From an optimization exercise on the open Yosys and OpenROAD flow, aimed at small area, a short achievable clock period and few clock cycles; shortcuts taken in it are not production practice.
Function was checked by simulation only, so behaviour that the tests miss may differ from the original.

==> flow/design.v, too long to show whole: its modules and the start of the top module <==
// module dec_unit: 253 lines
// module bcd_addsub: 57 lines
// module add64: 34 lines
// module horner8: 696 lines
module dec_unit (
    input  wire         clk,
    input  wire         rst,
    input  wire         start,
    input  wire [2:0]   op,
    input  wire [4:0]   n,
    input  wire [127:0] kd,
    input  wire [127:0] ks,
    input  wire [63:0]  ds,
    output reg          ready,
    output reg          done,
    output reg  [127:0] k_out,
    output reg  [63:0]  d_out,
    output reg          flag_n,
    output reg          flag_z,
    output reg          flag_v,
    output reg          exc
);
  // ...
==> flow/run.sh <==
#!/bin/bash
# synth_recipe.tcl (not shown) runs the flow's synth.tcl, then flattens the netlist and writes it again
# the make line also repeats each setting of config.mk as NAME=value (left out here)
make -C /OpenROAD-flow-scripts/flow DESIGN_CONFIG=/design/flow/config.mk WORK_HOME=/design/flow/orfs CLKGATE_MAP_FILE= SYNTH_SCRIPT=/design/flow/synth_recipe.tcl finish
==> flow/config.mk <==
export PLATFORM = sky130hd
export DESIGN_NAME = dec_unit
export DESIGN_NICKNAME = dec_unit
export VERILOG_FILES = /design/flow/design.v
export SDC_FILE = /design/flow/constraint.sdc
export NUM_CORES = 4
export LEC_CHECK = 0
export ABC_AREA = 1
export CAP_MARGIN = 20
export CORE_MARGIN = 2
export CORE_UTILIZATION = 50
export PLACE_DENSITY = 0.65
export SLEW_MARGIN = 20
==> flow/constraint.sdc <==
create_clock -name core_clock -period 55.0 [get_ports {clk}]
set_input_delay 11.0000 -clock core_clock [delete_from_list [all_inputs] [get_ports {clk}]]
set_output_delay 11.0000 -clock core_clock [all_outputs]
set_load 0.01 [all_outputs]
==> summary.txt, run 1 <==
Status
  • Status: complete, no violations

Timing
  • Slew margin rel.: 0.1217
  • RSZ-0062 raised after global routing: false
  • Final Max Slew Viols: 0
  • Least-Margin Pin Slew: 1.304 ns

Yosys
  • Largest family of logic cells by synthesized area: simple AND/OR/NAND/NOR gates
  • Compound-Gate Fraction of Synth Area: 0.1528
  • Post-synth top area share: 0.1544
  • Main area contributors after synthesis: nand2_1 (15%), dfxtp_1 (14%), fa_1 (12%)
  • Post-Syn Area: 68,860 um^2
  • Ys Warns: 3

Clocking
  • CTS Buf Count: 60
  • Clock sink count: 537
  • Clk buf depth: 3
  • CTS clk-pin slew, worst paths: 0.07 ns

Routing
  • DR vias/cell: 5.749
  • Avg WL per Cell: 23.56 um
  • Final ANT Viol Nets: 0
  • Pre-antenna DRT Iters: 7
  • Max Used Layer: met5
  • Vias: 74,184
  • Drc violations: 0

Place
  • Post-DP Area: 75,720 um^2

Critical path
  • Reg2reg end: flag_n$_DFF_P_
  • Worst setup SP type: register
  • Nature of the critical path endpoint: output pin
  • Reg2Reg Launch Point: eff_sub_r[0]$_DFF_P_

Global routing
  • GR Util met2: 0.6592

Final layout
  • Commonest cells after routing, fill and taps aside: nand2_1 (2,833), inv_1 (1,412), nor2_1 (850)
  • Commonest non-fill, non-tap cell in the layout: nand2_1
  • Multi-input comb cells: 8,175
  • Cell Count, Final, Fillers Out: 12,903
  • Fill cell count: 13,279

Floorplan
  • Core box area: 137,200 um^2
  • FP Rows: 136
Testbench counts, summed over its fixed seeds: cycles 19,477.
==> module dec_unit, before the edit <==
module dec_unit (
    input  wire         clk,
    input  wire         rst,
    input  wire         start,
    input  wire [2:0]   op,
    input  wire [4:0]   n,
    input  wire [127:0] kd,
    input  wire [127:0] ks,
    input  wire [63:0]  ds,
    output reg          ready,
    output reg          done,
    output reg  [127:0] k_out,
    output reg  [63:0]  d_out,
    output reg          flag_n,
    output reg          flag_z,
    output reg          flag_v,
    output reg          exc
);
    localparam [2:0] OP_DADD = 3'd0,
                     OP_DSUB = 3'd1,
                     OP_DCMP = 3'd2,
                     OP_DSHL = 3'd3,
                     OP_DSHR = 3'd4,
                     OP_CVBD = 3'd5,
                     OP_CVDB = 3'd6;
    localparam [3:0] SIGN_PLUS  = 4'hC,
                     SIGN_MINUS = 4'hD;
    localparam integer SB = 15, PB = 64 - 4 * SB;
    reg         v1;        
    reg [4:0]   rot_r;     
    reg         is_sh_r, is_shl_r, is_cmp_r;
    reg [2:0]   eff_sub_r;  
    reg [127:0] a_r;
    reg [127:0] b_r;       
    reg         b_sok;     
    reg [63:0]  d_r;
    reg       first;       
    reg       it_bd;       
    reg       it_db;       
    reg [1:0] cnt;         
    reg       b_negr;      
    reg       d_negr;      
    reg       cv_hz;       
    wire last = (it_bd || it_db) && (cnt == 2'd0);
    reg  busy_n;           
    wire go   = start && !busy_n;
    wire [123:0] a_mag = a_r[127:4];
    wire [123:0] b_mag = b_r[123:0];
    wire a_ok  = a_r[3] && (a_r[2] || a_r[1]) && dig_ok(a_mag);
    wire b_ok  = b_sok && dig_ok(b_mag);
    wire a_neg = sign_neg(a_r[3:0]);
    wire b_neg = b_negr;
    wire [123:0] as_mag;
    wire         as_swap, as_cout, as_zero;
    bcd_addsub u_as (.a(a_mag), .b(b_mag), .sub(eff_sub_r),
                     .r(as_mag), .swap(as_swap), .cout(as_cout), .zero(as_zero));
    wire as_neg = a_neg ^ as_swap;
    wire as_ovf = !eff_sub_r[0] && as_cout;
    wire is_shl = is_shl_r;
    wire is_sh  = is_sh_r;
    wire [4:0] rot = rot_r;                    
    wire [123:0] rs [0:5];
    assign rs[0] = a_mag;
    genvar gl, gd;
    generate
        for (gl = 0; gl < 5; gl = gl + 1) begin : g_rot
            for (gd = 0; gd < 31; gd = gd + 1) begin : g_d
                assign rs[gl+1][4*gd +: 4] = rot[gl] ? rs[gl][4*((gd + (1 << gl)) % 31) +: 4]
                                                     : rs[gl][4*gd +: 4];
            end
        end
    endgenerate
    wire [123:0] rt = rs[5];
    reg [30:0]  th;         
    reg [123:0] sh_mag;
    reg         shl_v;
    integer i;
    always @(*) begin
        for (i = 0; i < 31; i = i + 1)
            th[i] = ({1'b0, rot} <= i);
        shl_v = 1'b0;
        for (i = 0; i < 31; i = i + 1) begin
            sh_mag[4*i +: 4] = rt[4*i +: 4] & {4{th[30-i] ^ is_shl}};
            if ((a_mag[4*i +: 4] != 4'd0) && th[i])
                shl_v = 1'b1;
        end
    end
    wire [123:0] s_mag  = is_sh ? sh_mag : as_mag;
    wire         s_zero = is_sh ? (sh_mag == 124'd0) : as_zero;
    wire         s_neg  = is_sh ? a_neg : as_neg;
    wire         s_n    = s_neg && !s_zero;
    wire [63:0] ds_mag = neg64(d_r);
    wire [63:0] bd_bin_in = first ? {ds_mag[63-PB:0], {PB{1'b0}}} : d_r;
    wire [75:0] bd_bcd_in = first ? {{(76-PB){1'b0}}, ds_mag[63:64-PB]} : {16'd0, a_r[59:0]};
    reg [75:0] dd_bcd;
    reg [63:0] dd_bin;
    integer s;
    always @(*) begin
        dd_bcd = bd_bcd_in;
        dd_bin = bd_bin_in;
        for (s = 0; s < SB; s = s + 1) begin
            dd_bcd = dd_step(dd_bcd, dd_bin[63]) & dd_mask(s);
            dd_bin = {dd_bin[62:0], 1'b0};
        end
    end
    wire [63:0] acc    = first ? 64'd0 : d_r;
    wire [63:0] db_next;
    wire        db_zero;
    horner8 u_h (.acc(acc), .dig(b_r[127:96]), .neg(b_negr), .out(db_next), .zero(db_zero));
    wire        db_ovf  = cv_hz || (b_negr ? (!db_next[63] && !db_zero) : db_next[63]);
    wire op_cv = (op == OP_CVBD) || (op == OP_CVDB);
    always @(posedge clk) begin
        if (rst) begin
            v1    <= 1'b0;
            first <= 1'b0;
            it_bd <= 1'b0;
            it_db <= 1'b0;
            done  <= 1'b0;
            ready  <= 1'b1;
            busy_n <= 1'b0;
        end else begin
            v1    <= go && !op_cv;
            first <= go && op_cv;
            it_bd <= (go && op == OP_CVBD) || (it_bd && !last);
            it_db <= (go && op == OP_CVDB) || (it_db && !last);
            done  <= v1 || last;
            ready  <= !((go && op_cv) || ((it_bd || it_db) && cnt[1]));
            busy_n <= (go && op_cv) || ((it_bd || it_db) && cnt[1]);
        end
        cnt <= go ? 2'd3 : cnt - 2'd1;
    end
    always @(posedge clk) begin
        rot_r     <= (op == OP_DSHL) ? ~n : n;
        eff_sub_r[0] <= (sign_neg(kd[3:0]) ^ sign_neg(ks[3:0])) ^ (op == OP_DSUB || op == OP_DCMP);
        eff_sub_r[1] <= sign_neg(kd[3:0]) ^ (sign_neg(ks[3:0]) ^ (op == OP_DSUB || op == OP_DCMP));
        eff_sub_r[2] <= (sign_neg(kd[3:0]) ^ (op == OP_DSUB || op == OP_DCMP)) ^ sign_neg(ks[3:0]);
        is_sh_r   <= (op == OP_DSHL) || (op == OP_DSHR);
        is_shl_r  <= (op == OP_DSHL);
        is_cmp_r  <= (op == OP_DCMP);
        if (it_bd && !last)
            a_r[75:0] <= dd_bcd;
        else
            a_r <= kd;
        if (it_db && !last)
            b_r <= {b_r[95:0], 32'd0};
        else begin
            b_r    <= {4'd0, ks[127:4]};
            b_sok  <= ks[3] && (ks[2] || ks[1]);
            b_negr <= sign_neg(ks[3:0]);
        end
        if (it_bd && !last)
            d_r <= dd_bin;
        else if (it_db && !last)
            d_r <= db_next;
        else begin
            d_r    <= ds;
            d_negr <= ds[63];
        end
        if (first)
            cv_hz <= it_db ? (b_r[123:76] != 48'd0) : (d_r == 64'd0);
    end
    always @(posedge clk) begin
        d_out <= db_next;
        if (it_bd)
            k_out <= {48'd0, dd_bcd, d_negr ? SIGN_MINUS : SIGN_PLUS};
        else
            k_out <= {s_mag, s_n ? SIGN_MINUS : SIGN_PLUS};
        if (it_db) begin
            flag_n <= db_next[63];
            flag_z <= db_zero;
            flag_v <= db_ovf;
            if (first)
                exc <= !b_ok;
        end else if (it_bd) begin
            exc    <= 1'b0;
            flag_n <= d_negr;
            flag_z <= cv_hz;
            flag_v <= 1'b0;
        end else begin
            exc <= !(a_ok && (is_sh || b_ok));
            if (is_cmp_r) begin
                flag_n <= as_neg && (!s_zero || as_ovf);
                flag_z <= s_zero && !as_ovf;
                flag_v <= 1'b0;
            end else begin
                flag_n <= s_n;
                flag_z <= s_zero;
                flag_v <= is_sh ? (is_shl && shl_v) : as_ovf;
            end
        end
    end
    function dig_ok(input [123:0] x);
        integer k;
        begin
            dig_ok = 1'b1;
            for (k = 0; k < 31; k = k + 1)
                if (x[4*k+3] && (x[4*k+2] || x[4*k+1]))
                    dig_ok = 1'b0;
        end
    endfunction
    function sign_neg(input [3:0] x);
        sign_neg = x[0] && (x[2] ^ x[1]);
    endfunction
    function [75:0] dd_step(input [75:0] x, input b);
        integer k;
        reg [3:0] d;
        reg       c;
        begin
            c = b;
            for (k = 0; k < 19; k = k + 1) begin
                d = x[4*k +: 4];
                dd_step[4*k+3] = (d[2] && !d[1] && !d[0]) || (d[3] && d[0]);
                dd_step[4*k+2] = (!d[2] && d[1]) || (d[2] && d[1] && d[0]) || (d[3] && !d[0]);
                dd_step[4*k+1] = (!d[3] && !d[2] && d[0]) || (d[2] && d[1] && !d[0]) || (d[3] && !d[0]);
                dd_step[4*k]   = c;
                c = d[3] || (d[2] && (d[1] || d[0]));
            end
        end
    endfunction
    function [75:0] dd_mask(input integer s);
        integer nd;
        begin
            case (s)
                0:                nd = 15;
                1, 2, 3, 4:       nd = 16;
                5, 6, 7:          nd = 17;
                8, 9, 10:         nd = 18;
                default:          nd = 19;
            endcase
            dd_mask = {76{1'b1}} >> (4 * (19 - nd));
        end
    endfunction
    function [63:0] neg64(input [63:0] x);
        integer k, q;
        reg [7:0] grp;       
        reg [7:0] below;     
        reg       acc;
        begin
            for (q = 0; q < 8; q = q + 1)
                grp[q] = (x[8*q +: 8] != 8'd0);
            below[0] = 1'b0;
            for (q = 1; q < 8; q = q + 1)
                below[q] = below[q-1] | grp[q-1];
            for (q = 0; q < 8; q = q + 1) begin
                acc = below[q];
                for (k = 0; k < 8; k = k + 1) begin
                    neg64[8*q+k] = x[8*q+k] ^ (x[63] & acc);
                    acc = acc | x[8*q+k];
                end
            end
        end
    endfunction
endmodule
==> run 2: changes to the inputs <==
--- a/flow/design.v
+++ b/flow/design.v
@@ -101,17 +101,18 @@
         for (s = 0; s < SB; s = s + 1) begin
             dd_bcd = dd_step(dd_bcd, dd_bin[63]) & dd_mask(s);
             dd_bin = {dd_bin[62:0], 1'b0};
         end
     end
     wire [63:0] acc    = first ? 64'd0 : d_r;
     wire [63:0] db_next;
     wire        db_zero;
-    horner8 u_h (.acc(acc), .dig(b_r[127:96]), .neg(b_negr), .out(db_next), .zero(db_zero));
+    horner8 u_h (.acc(acc), .dig(b_r[127:96]), .neg(b_negr), .out(db_next));
+    assign db_zero = (db_next == 64'd0);
     wire        db_ovf  = cv_hz || (b_negr ? (!db_next[63] && !db_zero) : db_next[63]);
     wire op_cv = (op == OP_CVBD) || (op == OP_CVDB);
     always @(posedge clk) begin
         if (rst) begin
             v1    <= 1'b0;
             first <= 1'b0;
             it_bd <= 1'b0;
             it_db <= 1'b0;
@@ -341,18 +342,17 @@
         end
     end
     assign s = p ^ c;
 endmodule
 module horner8 (
     input  wire [63:0] acc,
     input  wire [31:0] dig,
     input  wire        neg,
-    output wire [63:0] out,
-    output wire        zero
+    output wire [63:0] out
 );
     wire [31:0] xn = dig ^ {32{neg}};
     wire t1 = xn[1] ^ xn[4] ^ neg;
     wire t2 = (xn[1] & xn[4]) | (xn[1] & neg) | (xn[4] & neg);
     wire t3 = xn[2] ^ xn[5] ^ xn[8];
     wire t4 = (xn[2] & xn[5]) | (xn[2] & xn[8]) | (xn[5] & xn[8]);
     wire t5 = xn[3] ^ xn[6] ^ xn[4];
     wire t6 = (xn[3] & xn[6]) | (xn[3] & xn[4]) | (xn[6] & xn[4]);
@@ -1031,10 +1031,9 @@
     wire t684 = (t678 & t580) | (t678 & t581) | (t580 & t581);
     wire t685 = t680 ^ t546 ^ t547;
     wire t686 = (t680 & t546) | (t680 & t547) | (t546 & t547);
     wire t687 = t682 ^ t558 ^ t559;
     wire t688 = (t682 & t558) | (t682 & t559) | (t558 & t559);
     wire [63:0] r0 = {t652, t650, t648, t646, t644, t642, t640, t638, t636, t634, t632, t630, t628, t626, t624, t622, t620, t618, t616, t614, t612, t610, t608, t606, t604, t602, t600, t598, t596, t594, t592, t590, t588, t586, t584, t672, t684, t683, t677, t669, t574, t572, t570, t568, t566, t668, t666, t664, t688, t687, t681, t675, t660, t658, t686, t685, t679, t673, t655, t543, t423, t267, t1, xn[0]};
     wire [63:0] r1 = {t653, t651, t649, t647, t645, t643, t641, t639, t637, t635, t633, t631, t629, t627, t625, t623, t621, t619, t617, t615, t613, t611, t609, t607, t605, t603, t601, t599, t597, t595, t593, t591, t589, t587, t585, t583, t671, 1'b0, 1'b0, 1'b0, t575, t573, t571, t569, t567, t565, t667, t665, t663, 1'b0, 1'b0, 1'b0, t661, t659, t657, 1'b0, 1'b0, 1'b0, 1'b0, 1'b0, 1'b0, 1'b0, 1'b0, neg};
     add64 u_add (.x(r0), .y(r1), .ci(1'b0), .s(out));
-    assign zero = ((r0 ^ r1) == {r0[62:0] | r1[62:0], 1'b0});
 endmodule
==> run 2 against run 1 <==
Compared with the run above:
- still clean
- clock-buffer cell count rose by 8
- synthesized area is 2.1% lower
- register-to-register slack worse by 2.0 ns
- critical endpoint is now flag_v$_DFF_P_
- largest cell class unchanged
==> summary.txt, run 2 <==
Floorplan
  • # IOs: 529 (unchanged)
  • DIE AREA: 137,800 um^2 (was 140,700 um^2)
  • Die H: 371.2 um (was 375.1 um)
  • Core box area: 133,600 um^2 (was 137,200 um^2)
  • FP Rows: 134 (was 136)
  • Chip Width: 371.2 um (was 375.1 um)
  • Initial Util: 0.5045 (was 0.5021)

Timing
  • RSZ-0062 raised after global routing: false (unchanged)
  • Clock skew: 0.07327 ns (was 0.05832 ns)
  • Setup TNS: 0 ns (unchanged)
  • Final period utilization: 0.2508 (was 0.2326)
  • Tmin final: 13.79 ns (was 12.79 ns)
  • Final Max Slew Viols: 0 (unchanged)
  • Slew margin rel.: 0.1195 (was 0.1217)
  • Setup violators final: 0 (unchanged)
  • Max Freq: 72.50 MHz (was 78.17 MHz)
  • Final hold vios: 0 (unchanged)
  • Least-Margin Pin Slew: 1.307 ns (was 1.304 ns)

Final layout
  • Biggest regs: a_r x128, b_r x128, k_out x125 (unchanged)
  • Commonest cells after routing, fill and taps aside: nand2_1 (2,893), inv_1 (1,366), nor2_1 (858), o21ai_0 (858), nand3_1 (663) (was nand2_1 (2,833), inv_1 (1,412), nor2_1 (850))
  • Core Util, Final: 0.5741 (was 0.5675)
  • Layout cells sized above 1: 0.08574 (was 0.08225)
  • Layout area overhead: 13.80% (was 13.03%)
  • NumNets Final: 11,913 (was 12,110)
  • Commonest non-fill, non-tap cell in the layout: nand2_1 (unchanged)

Place
  • GPL Wtd Cong: 1.103 (about the same)
  • Detailed Place HPWL: 268.9 mm (was 255.3 mm)
  • Count of input and output buffers: 525 (unchanged)

Critical path
  • Crit path buf inv count: 5 (was 1)
  • Critical path origin: b_negr$_DFFE_PN_ (was flag_n$_DFF_P_)
  • CP arrival: 14.38 ns (was 1.79 ns)
  • Slowest library cell on the worst path: buf_4 (was clkdlybuf4s50_1)
  • Max stage delay on crit path: 0.77 ns (was 0.60 ns)
  • Reg2Reg Depth: 53 (was 51)
  • Nature of the critical path endpoint: register (was output pin)
  • Worst path depth: 53 (was 1)
  • FF-to-FF setup slack: 41.21 ns (was 43.20 ns)
  • Worst setup SP type: register (unchanged)
  • CP delay by family, top: simple AND/OR/NAND/NOR gates (was buffers and inverters)
  • Worst endpoint required time: 55.59 ns (was 44.00 ns)
  • Max FO, Critical Path: 49 (was 1)
  • Reg2reg end: flag_v$_DFF_P_ (was flag_n$_DFF_P_)
  • Critical path type: register to register (was register to output pin)
  • Reg2Reg Launch Point: b_negr$_DFFE_PN_ (was eff_sub_r[0]$_DFF_P_)
  • Crit-path most repeated cell: nand2_1

Global routing
  • Grt ovf: 0 (unchanged)
  • Grt peak-use layer: met2 (unchanged)
  • First-pass GRT wire length: 459.2 mm (was 442.7 mm)
  • GR Util met2: 0.6976 (was 0.6592)
  • Initial antenna violation count: 26 (was 19)
  • GRT Total Usage: 0.4566 (was 0.4210)
  • Largest net degree at the start of global routing: 140 (was 132)
  • M1 GR Usage: 0.5388 (was 0.5100)
  • GR Util met3: 0.1279 (was 0.09818)
  • Number of global-route vias before repair: 71,056 (was 70,661)

Yosys
  • Simple-Gate Fraction of Synth Area: 0.3173 (was 0.3123)
  • Main area contributors after synthesis: nand2_1 (16%), dfxtp_1 (14%), fa_1 (12%) (was nand2_1 (15%), dfxtp_1 (14%), fa_1 (12%))
  • Post-Syn Instances: 10,544 (was 10,696)
  • Mux cell area share after synthesis: 0.02576 (was 0.02364)
  • Post-Syn Area: 67,410 um^2 (was 68,860 um^2)
  • Compound-Gate Fraction of Synth Area: 0.1542 (was 0.1528)
  • Asr flop ratio synth: 0 (unchanged)
  • Synth cell types: 83 (was 86)
  • Post-synth top area share: 0.1611 (was 0.1544)
  • Post-Synth Adder-Cell Area: 0.1700 (was 0.1775)
  • Seq/Total Area, Yosys: 0.1679 (was 0.1644)
  • Main flop type after synthesis: dfxtp_1 (unchanged)
  • Number of flops mapped to enable cells by yosys: 57 (unchanged)
  • Synth cell count leaders: nand2_1 (2,893), inv_1 (1,367), o21ai_0 (872) (was nand2_1 (2,833), inv_1 (1,416), nor2_1 (853))
  • Most common cell in the netlist: nand2_1 (unchanged)
  • Largest area contributor in the netlist: nand2_1 (unchanged)
  • Ys Warns: 3 (unchanged)
  • Synth Area in XOR/XNOR: 0.05341 (was 0.05849)
  • Largest family of logic cells by synthesized area: simple AND/OR/NAND/NOR gates (unchanged)
  • Seq cells post-synth: 537 (unchanged)
  • Mean Syn Cell Area: 6.394 um^2 (was 6.438 um^2)

Clocking
  • CTS Hold Bufs: 0 (unchanged)
  • Post-CTS Resized: 0 (unchanged)
  • CTS Buf Count: 66 (was 60)
  • H-tree Lvls: 3 (was 2)
  • CTS clk-pin slew, worst paths: 0.06 ns (was 0.07 ns)
  • Post-CTS setup buffer count: 0 (unchanged)
  • Clk root buf: clkbuf_16 (unchanged)
  • Clock sink count: 537 (unchanged)
  • Worst skew pair latency: 0.74 ns (was 0.72 ns)
  • TritonCTS clock tree: built (unchanged)
  • Clk buf depth: 3 (unchanged)

Routing
  • Post-Route WL: 323.0 mm (was 303.9 mm)
  • Vias: 75,123 (was 74,184)
  • DR iter-0 viols: 9,052 (was 8,094)
  • Pre-antenna DRT Iters: 7 (unchanged)
  • Final ANT Viol Nets: 0 (unchanged)
  • DR vias/cell: 5.894 (was 5.749)
  • Avg WL per Cell: 25.34 um (was 23.56 um)
  • Drc violations: 0 (unchanged)

Worst hold path
  • WHS Endpoint: cnt[0]$_SDFF_PP1_ (unchanged)
  • Hold path start: cnt[0]$_SDFF_PP1_ (unchanged)
  • Hold Crit Class: register to register (unchanged)
  • Hold depth: 1 (unchanged)

Run
  • Max_cap viols: 0 (unchanged)

Status
  • Status: complete, no violations (unchanged)
run 2: changes by cell type after synthesis, moves of 14 or more:
cell / change
a21oi_1: -43
ha_1: -61
inv_1: -49
inv_2: +21
nand2_1: +60
nand3_1: -50
o21ai_0: +32
o21ai_1: +14
xor2_1: -48
run 2: cell families (layout without fill, tap and decap cells):
group	count (synthesis)	in the layout
simple gates	5007	5007
buf+inv	1952	2371
compound gates	1798	1798
fa+ha+maj	667	667
flops	537	537
xor+xnor	409	409
mux	172	172
other cells	2	17
run 2: layout make-up:
type                            count  area [um^2]
Antenna cell                       14        35.03
Clock buffer                       87         1884
Clock inverter                     30        447.9
Fill cell                       12664        56910
Inverter                         1636         6158
Multi-Input combinational cell   8056        48650
Sequential cell                   537        11350
Tap cell                         1768         2212
Timing Repair Buffer              618         5978
run 2: per-layer routing:
metal | share of wire | routed length (um) | vias up
li1 | - | - | 34485
met1 | 0.37 | 119700 | 35170
met2 | 0.43 | 137600 | 4381
met3 | 0.11 | 35330 | 1073
met4 | 0.093 | 30190 | 14
met5 | 0.00032 | 102 | -
run 2: worst max-delay path by stage:
stage / endpoint / slack, ns
detailed placement: flag_v$_DFF_P_ / 41.49
global route: flag_v$_DFF_P_ / 40.71
finish: flag_v$_DFF_P_ / 41.21
CTS: flag_v$_DFF_P_ / 41.46
floorplan: flag_v$_DFF_P_ / 42.46
global placement: flag_v$_DFF_P_ / 41.60
run 2: per-stage QoR:
stage / hold slack [ns] / instances / cell area (um^2) / setup WS [ns]
6_report: 0.3946 / 12746 / 76710 / 41.21
5_1_grt: 0.4239 / 12738 / 76690 / 40.71
4_1_cts: 0.3960 / 12732 / 76680 / 41.46
3_5_place_dp: 0.3814 / 12615 / 74340 / 41.49
3_3_place_gp: 0.3777 / 12615 / 74340 / 41.60
2_1_floorplan: 0.3663 / 10545 / 67420 / 42.46
run 2: worst reg2reg max path: cells and delay by family, from the launching register on:
family,cells,cell delay [ns]
adder cells (fa/ha/maj),10,4.42
AO/OA/AOI/OAI,6,1.07
flip-flops,1,0.32
XOR/XNOR,2,0.62
AND/OR/NAND/NOR,30,5.56
buffers and inverters,5,1.72
Testbench counts of run 2, summed over its fixed seeds: cycles 19,477.

afterwards: timing with drivers on the ports:
The flow's constraints put no driver on any port. The routed layouts listed below were extracted and timed again, unchanged, in two steps. Step 1, drivers: a clkbuf_16 drives clk and a buf_2 each remaining input, both assumed. Step 2 adds t to the input delays and takes it off the output delays; t is the mean of the earliest and latest rising clock arrival at the registers after step 1. Input paths then give back, and output paths get back, about the clock's delay inside the block. Slacks: ideal / step 1 / step 2; pairs: ideal / step 1.
run	t (ns)	slack for setup (ns)	hold WS [ns]	worst data-port slew with drivers (ns)
run 1	0.779	42.207 / 42.122 / 42.228	0.429 / 0.429 / 0.429	0.11
run 2	0.793	41.208 / 41.208 / 41.208	0.395 / 0.395 / 0.395	0.12
After both steps setup and hold are still met in every run listed.
